This design comes from an exercise in tuning for small area, a short achievable clock period and few clock cycles per item on the open sky130 flow, not from production work.
The RTL of this run was laid out without a check of its function.
Power is estimated from default activity; no workload was simulated.

## config.mk

```make
export PLATFORM = sky130hd
export DESIGN_NAME = fpcvt
export DESIGN_NICKNAME = fpcvt
export VERILOG_FILES = /design/flow/design.v
export SDC_FILE = /design/flow/constraint.sdc
export NUM_CORES = 4
export LEC_CHECK = 0
export CAP_MARGIN = 20
export CORE_MARGIN = 2
export CORE_UTILIZATION = 40
export SLEW_MARGIN = 20
```

## constraint.sdc

```tcl
create_clock -name core_clock -period 17.0 [get_ports {clk}]
set_input_delay 3.4000 -clock core_clock [delete_from_list [all_inputs] [get_ports {clk}]]
set_output_delay 3.4000 -clock core_clock [all_outputs]
set_load 0.01 [all_outputs]
```

## design.v

```verilog
module fpcvt (
    input  wire        clk,
    input  wire        rst,
    input  wire        in_valid,
    output wire        in_ready,
    input  wire [31:0] x,
    input  wire [3:0]  fmt,
    input  wire        ovf_ieee,
    input  wire        tern,
    output reg         out_valid,
    output reg  [31:0] y,
    output reg         flag_ovf,
    output reg         flag_nan
);
    assign in_ready = 1'b1;
    reg        v1;
    reg [31:0] x1;
    reg [3:0]  fmt1;
    reg        ovf_ieee1, tern1;
    always @(posedge clk) begin
        if (rst) v1 <= 1'b0;
        else     v1 <= in_valid;
        x1        <= x;
        fmt1      <= fmt;
        ovf_ieee1 <= ovf_ieee;
        tern1     <= tern;
    end
    wire        s    = x1[31];
    wire [7:0]  ex   = x1[30:23];
    wire [22:0] mx   = x1[22:0];
    wire        exz  = ~|ex;
    wire        exo  = &ex;
    wire        mxz  = ~|mx;
    wire        is_nan = exo & ~mxz;
    wire        is_inf = exo & mxz;
    wire [7:0]  ee   = {ex[7:1], ex[0] | exz};        
    wire [23:0] sig  = {~exz, mx};
    wire f_fp32 = fmt1 == 4'h0;
    wire f_bf16 = fmt1 == 4'h1;
    wire f_fp16 = fmt1 == 4'h2;
    wire f_e4m3 = fmt1 == 4'h3;
    wire f_e5m2 = fmt1 == 4'h4;
    wire f_e3m2 = fmt1 == 4'h5;
    wire f_e2m3 = fmt1 == 4'h6;
    wire f_e2m1 = fmt1 == 4'h7;
    wire f_i32  = fmt1 == 4'h8;
    wire f_i16  = fmt1 == 4'h9;
    wire f_i8   = fmt1 == 4'hA;
    wire f_u8   = fmt1 == 4'hB;
    wire f_i4   = fmt1 == 4'hC;
    wire f_i2   = fmt1 == 4'hD;
    wire f_bin  = fmt1 == 4'hE;
    wire isint  = fmt1[3];
    wire [7:0] c1 = f_fp32 ? 8'd9   : f_bf16 ? 8'd25  : f_fp16 ? 8'd134 : f_e4m3 ? 8'd149 :
                    f_e5m2 ? 8'd142 : f_e3m2 ? 8'd154 : f_e2m3 ? 8'd155 : f_e2m1 ? 8'd157 : 8'd158;
    wire [5:0] c2 = f_fp32 ? 6'd8   : f_bf16 ? 6'd24  : f_fp16 ? 6'd21  : (f_e4m3 | f_e2m3) ? 6'd28 :
                    (f_e5m2 | f_e3m2) ? 6'd29 : 6'd30;
    wire [7:0] nmin = (f_fp16 | f_e5m2) ? 8'd113 : f_e4m3 ? 8'd121 : f_e3m2 ? 8'd125 :
                      (f_e2m3 | f_e2m1) ? 8'd127 : 8'd1;
    wire [8:0] diff   = {1'b0, c1} - {1'b0, ee};
    wire       fnorm  = ~isint & (ee >= nmin);
    wire [5:0] tsub   = (diff[8] | diff[7] | diff[6]) ? 6'd63 : diff[5:0];
    wire [5:0] t      = fnorm ? c2 : tsub;
    wire [31:0] sw    = {sig, 8'd0};
    wire [32:0] shv   = {sw, 1'b0} >> t;
    wire [31:0] kept  = shv[32:1];
    wire        guard = shv[0];
    reg  [22:0] smask;
    integer k;
    always @(*)
        for (k = 0; k < 23; k = k + 1)
            smask[k] = (t > k + 9);
    wire        stk   = |(mx & smask);
    wire        up    = guard & (stk | kept[0]);
    reg [30:0] fpre;
    always @(*) begin
        fpre = 31'd0;
        case (fmt1)
            4'h0: fpre = {ex, mx};
            4'h1: fpre = {16'd0, ex, kept[6:0]};
            4'h2: fpre = {16'd0, fnorm ? {~ex[4], ex[3:0]} : 5'd0, kept[9:0]};
            4'h3: fpre = {24'd0, fnorm ? {~ex[3], ex[2:0]} : 4'd0, kept[2:0]};
            4'h4: fpre = {24'd0, fnorm ? {~ex[4], ex[3:0]} : 5'd0, kept[1:0]};
            4'h5: fpre = {26'd0, fnorm ? {~ex[2], ex[1:0]} : 3'd0, kept[1:0]};
            4'h6: fpre = {26'd0, fnorm ? {~ex[1], ex[0]}   : 2'd0, kept[2:0]};
            4'h7: fpre = {28'd0, fnorm ? {~ex[1], ex[0]}   : 2'd0, kept[0]};
            default: ;
        endcase
    end
    wire        neg   = isint & s;
    wire [31:0] ain   = isint ? (kept ^ {32{s}}) : {1'b0, fpre};
    wire [31:0] r     = ain + {31'd0, up ^ neg};
    reg        fbig, frov, fhasinf, fhasnan;
    reg [30:0] fmax, finf;
    reg [31:0] fnan, fsgn;
    always @(*) begin
        fbig = 1'b0; frov = 1'b0; fhasinf = 1'b1; fhasnan = 1'b1;
        fmax = 31'h7F7FFFFF; finf = 31'h7F800000; fnan = 32'h7FC00000;
        fsgn = {s, 31'd0};
        case (fmt1)
            4'h1: begin frov = &r[14:7]; fmax = 31'h7F7F; finf = 31'h7F80;
                        fnan = 32'h7FC0; fsgn = {16'd0, s, 15'd0}; end
            4'h2: begin fbig = ee > 8'd142; frov = &r[14:10]; fmax = 31'h7BFF; finf = 31'h7C00;
                        fnan = 32'h7E00; fsgn = {16'd0, s, 15'd0}; end
            4'h3: begin fbig = ee > 8'd135; frov = (&r[6:0]) | r[7]; fmax = 31'h7E; finf = 31'h7E;
                        fhasinf = 1'b0; fnan = 32'h7F; fsgn = {24'd0, s, 7'd0}; end
            4'h4: begin fbig = ee > 8'd142; frov = &r[6:2]; fmax = 31'h7B; finf = 31'h7C;
                        fnan = 32'h7E; fsgn = {24'd0, s, 7'd0}; end
            4'h5: begin fbig = ee > 8'd131; frov = r[5]; fmax = 31'h1F; finf = 31'h1F;
                        fhasinf = 1'b0; fhasnan = 1'b0; fnan = 32'h0; fsgn = {26'd0, s, 5'd0}; end
            4'h6: begin fbig = ee > 8'd129; frov = r[5]; fmax = 31'h1F; finf = 31'h1F;
                        fhasinf = 1'b0; fhasnan = 1'b0; fnan = 32'h0; fsgn = {26'd0, s, 5'd0}; end
            4'h7: begin fbig = ee > 8'd129; frov = r[3]; fmax = 31'h7; finf = 31'h7;
                        fhasinf = 1'b0; fhasnan = 1'b0; fnan = 32'h0; fsgn = {28'd0, s, 3'd0}; end
            default: ;
        endcase
    end
    reg [31:0] f_res;
    reg        f_ovf, f_nan;
    always @(*) begin
        f_ovf = 1'b0;
        f_nan = 1'b0;
        if (is_nan) begin
            f_res = fnan;
            f_nan = ~fhasnan;
        end else if (is_inf) begin
            f_res = fsgn | {1'b0, finf};
            f_ovf = ~fhasinf;
        end else if (fbig | frov) begin
            f_ovf = 1'b1;
            f_res = fsgn | {1'b0, (fhasinf & ovf_ieee1) ? finf : fmax};
        end else begin
            f_res = fsgn | {1'b0, r[30:0]};
        end
    end
    wire ibig   = is_inf | diff[8];                  
    wire magz   = t[5] & ~up;                         
    reg  [31:0] ipos_ok_m;    
    reg  [31:0] ineg_ok_m;    
    reg  [31:0] imask, ihi, ilo;
    always @(*) begin
        ipos_ok_m = 32'h80000000; ineg_ok_m = 32'h80000000;
        imask = 32'hFFFFFFFF; ihi = 32'h7FFFFFFF; ilo = 32'h80000000;
        case (fmt1)
            4'h9: begin ipos_ok_m = 32'hFFFF8000; ineg_ok_m = 32'hFFFF8000;
                        imask = 32'hFFFF; ihi = 32'h7FFF; ilo = 32'h8000; end
            4'hA: begin ipos_ok_m = 32'hFFFFFF80; ineg_ok_m = 32'hFFFFFF80;
                        imask = 32'hFF; ihi = 32'h7F; ilo = 32'h80; end
            4'hB: begin ipos_ok_m = 32'hFFFFFF00; ineg_ok_m = 32'hFFFFFFFF;
                        imask = 32'hFF; ihi = 32'hFF; ilo = 32'h0; end
            4'hC: begin ipos_ok_m = 32'hFFFFFFF8; ineg_ok_m = 32'hFFFFFFF8;
                        imask = 32'hF; ihi = 32'h7; ilo = 32'h8; end
            4'hD: begin ipos_ok_m = 32'hFFFFFFFE; ineg_ok_m = tern1 ? 32'hFFFFFFFF : 32'hFFFFFFFE;
                        imask = 32'h3; ihi = 32'h1; ilo = tern1 ? 32'h3 : 32'h2; end
            default: ;
        endcase
    end
    wire iovf_r = s ? ((((r & ineg_ok_m) != ineg_ok_m) | f_u8) & ~magz) : ((r & ipos_ok_m) != 32'd0);
    reg [31:0] i_res;
    reg        i_ovf, i_nan;
    always @(*) begin
        i_ovf = 1'b0;
        i_nan = 1'b0;
        if (is_nan) begin
            i_res = 32'd0;
            i_nan = 1'b1;
        end else if (ibig | iovf_r) begin
            i_res = s ? ilo : ihi;
            i_ovf = 1'b1;
        end else begin
            i_res = r & imask;
        end
    end
    wire bpos = ~s & ~is_nan & ~(exz & mxz);
    reg [31:0] res;
    reg        r_ovf, r_nan;
    always @(*) begin
        if (f_bin) begin
            res = {31'd0, bpos}; r_ovf = 1'b0; r_nan = is_nan;
        end else if (isint) begin
            res = i_res; r_ovf = i_ovf; r_nan = i_nan;
        end else begin
            res = f_res; r_ovf = f_ovf; r_nan = f_nan;
        end
    end
    always @(posedge clk) begin
        if (rst) out_valid <= 1'b0;
        else     out_valid <= v1;
        y        <= res;
        flag_ovf <= r_ovf;
        flag_nan <= r_nan;
    end
endmodule
```

## run.sh

```bash
#!/bin/bash
# synth_recipe.tcl (not shown) runs the flow's synth.tcl, then flattens the netlist and writes it again
# the make line also repeats each setting of config.mk as NAME=value (left out here)
make -C /OpenROAD-flow-scripts/flow DESIGN_CONFIG=/design/flow/config.mk WORK_HOME=/design/flow/orfs CLKGATE_MAP_FILE= SYNTH_SCRIPT=/design/flow/synth_recipe.tcl finish
```

==> summary.txt <==
==> through the flow <==
| stage | hold WS [ps] | instances |
|---|---|---|
| 2_1_floorplan | 414 | 1226 |
| 3_3_place_gp | 434 | 1526 |
| 3_5_place_dp | 427 | 1526 |
| 4_1_cts | 442 | 1541 |
| 5_1_grt | 457 | 1541 |
| 6_report | 436 | 1541 |
==> power by group <==
| part | internal [mW] | switching [mW] | total, mW |
|---|---|---|---|
| clock | 0.129 | 0.0915 | 0.220 |
| combinational | 0.125 | 0.222 | 0.347 |
| sequential | 0.190 | 0.0166 | 0.206 |
| total | 0.443 | 0.330 | 0.773 |
==> layer usage <==
layer	global-route usage	part of all wire	up-vias
li1	-	-	4868
met4	0.138	0.051	2
met2	0.511	0.41	866
met3	0.101	0.13	171
met1	0.476	0.41	5279
met5	0.00207	0.00026	-
==> Yosys cell counts, types with 9 or more instances <==
master                     instances
sky130_fd_sc_hd__a31oi_1          22
sky130_fd_sc_hd__o211ai_1         22
sky130_fd_sc_hd__a211oi_1         30
sky130_fd_sc_hd__o31ai_1          12
sky130_fd_sc_hd__clkbuf_1         37
sky130_fd_sc_hd__buf_2            26
sky130_fd_sc_hd__nor4_1           22
sky130_fd_sc_hd__a21o_1           12
sky130_fd_sc_hd__nand2_1         112
sky130_fd_sc_hd__mux2i_1          12
sky130_fd_sc_hd__o21ai_1          10
sky130_fd_sc_hd__or3_1            15
sky130_fd_sc_hd__inv_1            26
sky130_fd_sc_hd__dfxtp_1          74
sky130_fd_sc_hd__xnor2_1          31
sky130_fd_sc_hd__o32ai_1          10
sky130_fd_sc_hd__o211a_1          10
sky130_fd_sc_hd__buf_1             9
sky130_fd_sc_hd__and3_1           25
sky130_fd_sc_hd__nor3_1           46
sky130_fd_sc_hd__nand4_1          20
sky130_fd_sc_hd__o22ai_1          21
sky130_fd_sc_hd__a221oi_1         13
sky130_fd_sc_hd__a21oi_1          81
sky130_fd_sc_hd__ha_1             14
sky130_fd_sc_hd__nand2b_1         12
sky130_fd_sc_hd__and2_1           12
sky130_fd_sc_hd__nor2_1           95
sky130_fd_sc_hd__nand3_1          54
sky130_fd_sc_hd__o21ai_0          79
==> path summary, 6_finish.rpt <==
kind                            startpoint  slack, ps  depth (start not counted)   endpoint
worst max-delay path               fmt1[3]       6020                         28      y[17]
worst min-delay path                    v1        440                          1  out_valid
worst max register to register     fmt1[3]       6020                         28      y[17]
worst min register to register          v1        440                          1  out_valid
==> layout make-up <==
cell class	instances	area, um^2	area share
multi-input cells	1040	6930	0.683
repair buffers	104	968	0.0954
well taps	280	350	0.0345
flip-flops and latches	74	1480	0.146
clock inverters	6	90.1	0.00887
inverters	28	105	0.0103
clock buffers	9	225	0.0222
==> registers in the layout (all words and copies together) (netlist names) <==
| signal | flops |
|---|---|
| flag_nan | 1 |
| flag_ovf | 1 |
| fmt1 | 4 |
| out_valid | 1 |
| ovf_ieee1 | 1 |
| tern1 | 1 |
| v1 | 1 |
| x1 | 32 |
| y | 32 |
==> cell families after synthesis <==
logic type | count (synthesis)
AO/OA/AOI/OAI | 483
other | 1
multiplexers | 20
AND/OR/NAND/NOR | 484
flip-flops | 74
adder cells (fa/ha/maj) | 15
XOR/XNOR | 37
buffers and inverters | 112
==> critical path, delay by kind of cell, from the launching register on <==
kind / cells / cell delay, ps
buf+inv: 3 / 910
simple gates: 12 / 5100
compound gates: 8 / 3240
flops: 1 / 370
fa+ha+maj: 3 / 690
xor+xnor: 2 / 530
==> summary.txt <==
result of the run: complete, no violations
per-instance average area after synthesis: 7.27 um^2
count of input and output buffers: 75
final worst slack: 6020 ps
Area growth, synth to finish: 13.9%
layout cells sized above 1: 0.108
cell leakage power: 3.56 nW
max-cap viol count: 0
# IOs: 77
Synth Area in Adders: 0.0219
Synth Area in Simple Gates: 0.293
number of warnings issued by yosys: 1
width of the chip: 153 um
top fanout value on the critical path: 31
top flip-flop cell by instance count after synthesis: sky130_fd_sc_hd__dfxtp_1
largest clock skew in the final design: 21.2 ps
worst endpoint required time: 17,270 ps
largest voltage drop on the vdd net: 45.2 uV
overall die area: 23,500 um^2
Congestion Overflow GR: 0
antenna violations before repair: 2
total number of H-tree levels: 3
average routed wire per standard cell: 27.3 um
Setup TNS Final: 0 ps
maximum clock insertion buffer count: 2
cell type contributing the most total cell area after synthesis: sky130_fd_sc_hd__dfxtp_1
synthesis-stage register bit count: 74
min-delay worst type: reg2reg
clock root cell: sky130_fd_sc_hd__clkbuf_16
GRT Total Usage: 0.348
Detail Placement HPWL: 31,400 um
async set-reset flop share out of synthesis: 0
total iterations of the first detailed-routing run: 8
setup bufs post-CTS: 0
clock latency on the worst-skew pair: 370 ps
net count of the mapped netlist: 1,282
routability congestion estimate from global placement: 1.06
gate count of the mapped netlist: 1,226
worst-margin pin slew: 1210 ps
Nets: 1,313
power density cells: 76.1 nW/um^2
vias per cell: 7.26
number of enable-type register cells in the synthesized netlist: 0
total power after layout: 773 uW
Vias: 11,186
total clock sinks: 74
number of core rows: 54
area share of the largest cell type after synthesis: 0.166
complex-gate fraction of the synthesized area: 0.399
core utilization of the finished layout: 0.465
highest clock rate: 91.1 MHz
count of hold-fix buffers inserted at cts: 0
Hold Vio Cnt, Final: 0
Initial Util: 0.408
area of the mapped netlist: 8910 um^2
sequential area share after synthesis: 0.166
# setup viols final: 0
commonest cells after routing, fill and taps aside: sky130_fd_sc_hd__nand2_1, sky130_fd_sc_hd__nor2_1, sky130_fd_sc_hd__a21oi_1
die boundary height: 153 um
remaining antenna violation count: 0
Routed Wire Length: 42,100 um
number of clock buffers inserted by TritonCTS: 9
Slowest Stage Delay on Critical Path: 850 ps
Setup Crit Path Kind: reg2reg
Worst slew margin: 0.186
TritonCTS clock tree: yes
CORE AREA: 21,800 um^2
first-pass GRT wire length: 63,300 um
fill cell total of the finished layout: 2,231
fin area: 10,200 um^2
final period demand of the worst path: 10,980 ps
vias in the first global route: 10,220
unrepaired setup endpoints after global routing: false
Critical Path Slowest Stage Cell: sky130_fd_sc_hd__o32ai_1
most common library cell in the layout ignoring fill and taps: sky130_fd_sc_hd__nand2_1
crit-path most repeated cell: sky130_fd_sc_hd__ha_1
fraction of synthesized area in multiplexers: 0.0239
Startpoint Class: register
xor and xnor area share after synthesis: 0.0372
Area contributors post-synth: sky130_fd_sc_hd__dfxtp_1, sky130_fd_sc_hd__nand2_1, sky130_fd_sc_hd__a21oi_1, sky130_fd_sc_hd__o21ai_0, sky130_fd_sc_hd__nor2_1
final cycle utilization of the critical path: 0.646
clock slew at the register clock pins of the worst setup and hold paths: 60 ps
largest net degree at the start of global routing: 63
worst-case setup slack after placement: 6490 ps
count of final max-slew check failures: 0
main combinational cell family by area after synthesis: compound AO/OA/AOI/OAI gates
crit end category: register
post_cts resized: 0
data arrival time of the worst path: 11,250 ps
Yosys cell types: 116
post-detailed-placement cell area: 9840 um^2
first-iteration detailed-routing DRC count: 2,110
antenna cell count: 0
DR DRC count: 0

[re-timing with driven ports]
How much do the figures lean on ideal ports? The routed layout below was timed once more, with nothing changed but the port constraints.
Step 1, drivers: a clkbuf_16 drives clk and a buf_2 each remaining input, both assumed.
Step 2 adds t to the input delays and takes it off the output delays; t is the mean of the earliest and latest rising clock arrival at the registers after step 1. Input paths then give back, and output paths get back, about the clock's delay inside the block.
Slacks: no drivers / after step 1 / after step 2; pairs: no drivers / after step 1.
shift t [ns]: 0.409
slack for setup (ns): 6.017 / 6.017 / 6.017
worst setup path at the end: register to register
latest minus earliest clock arrival (ns): 0.021 / 0.021
worst slew at a driven data input, ns: 0.05
After both steps setup and hold are still met in this run. For this run, drivers alone change the setup slack by 0.000 ns; drivers and shift together by 0.000 ns.
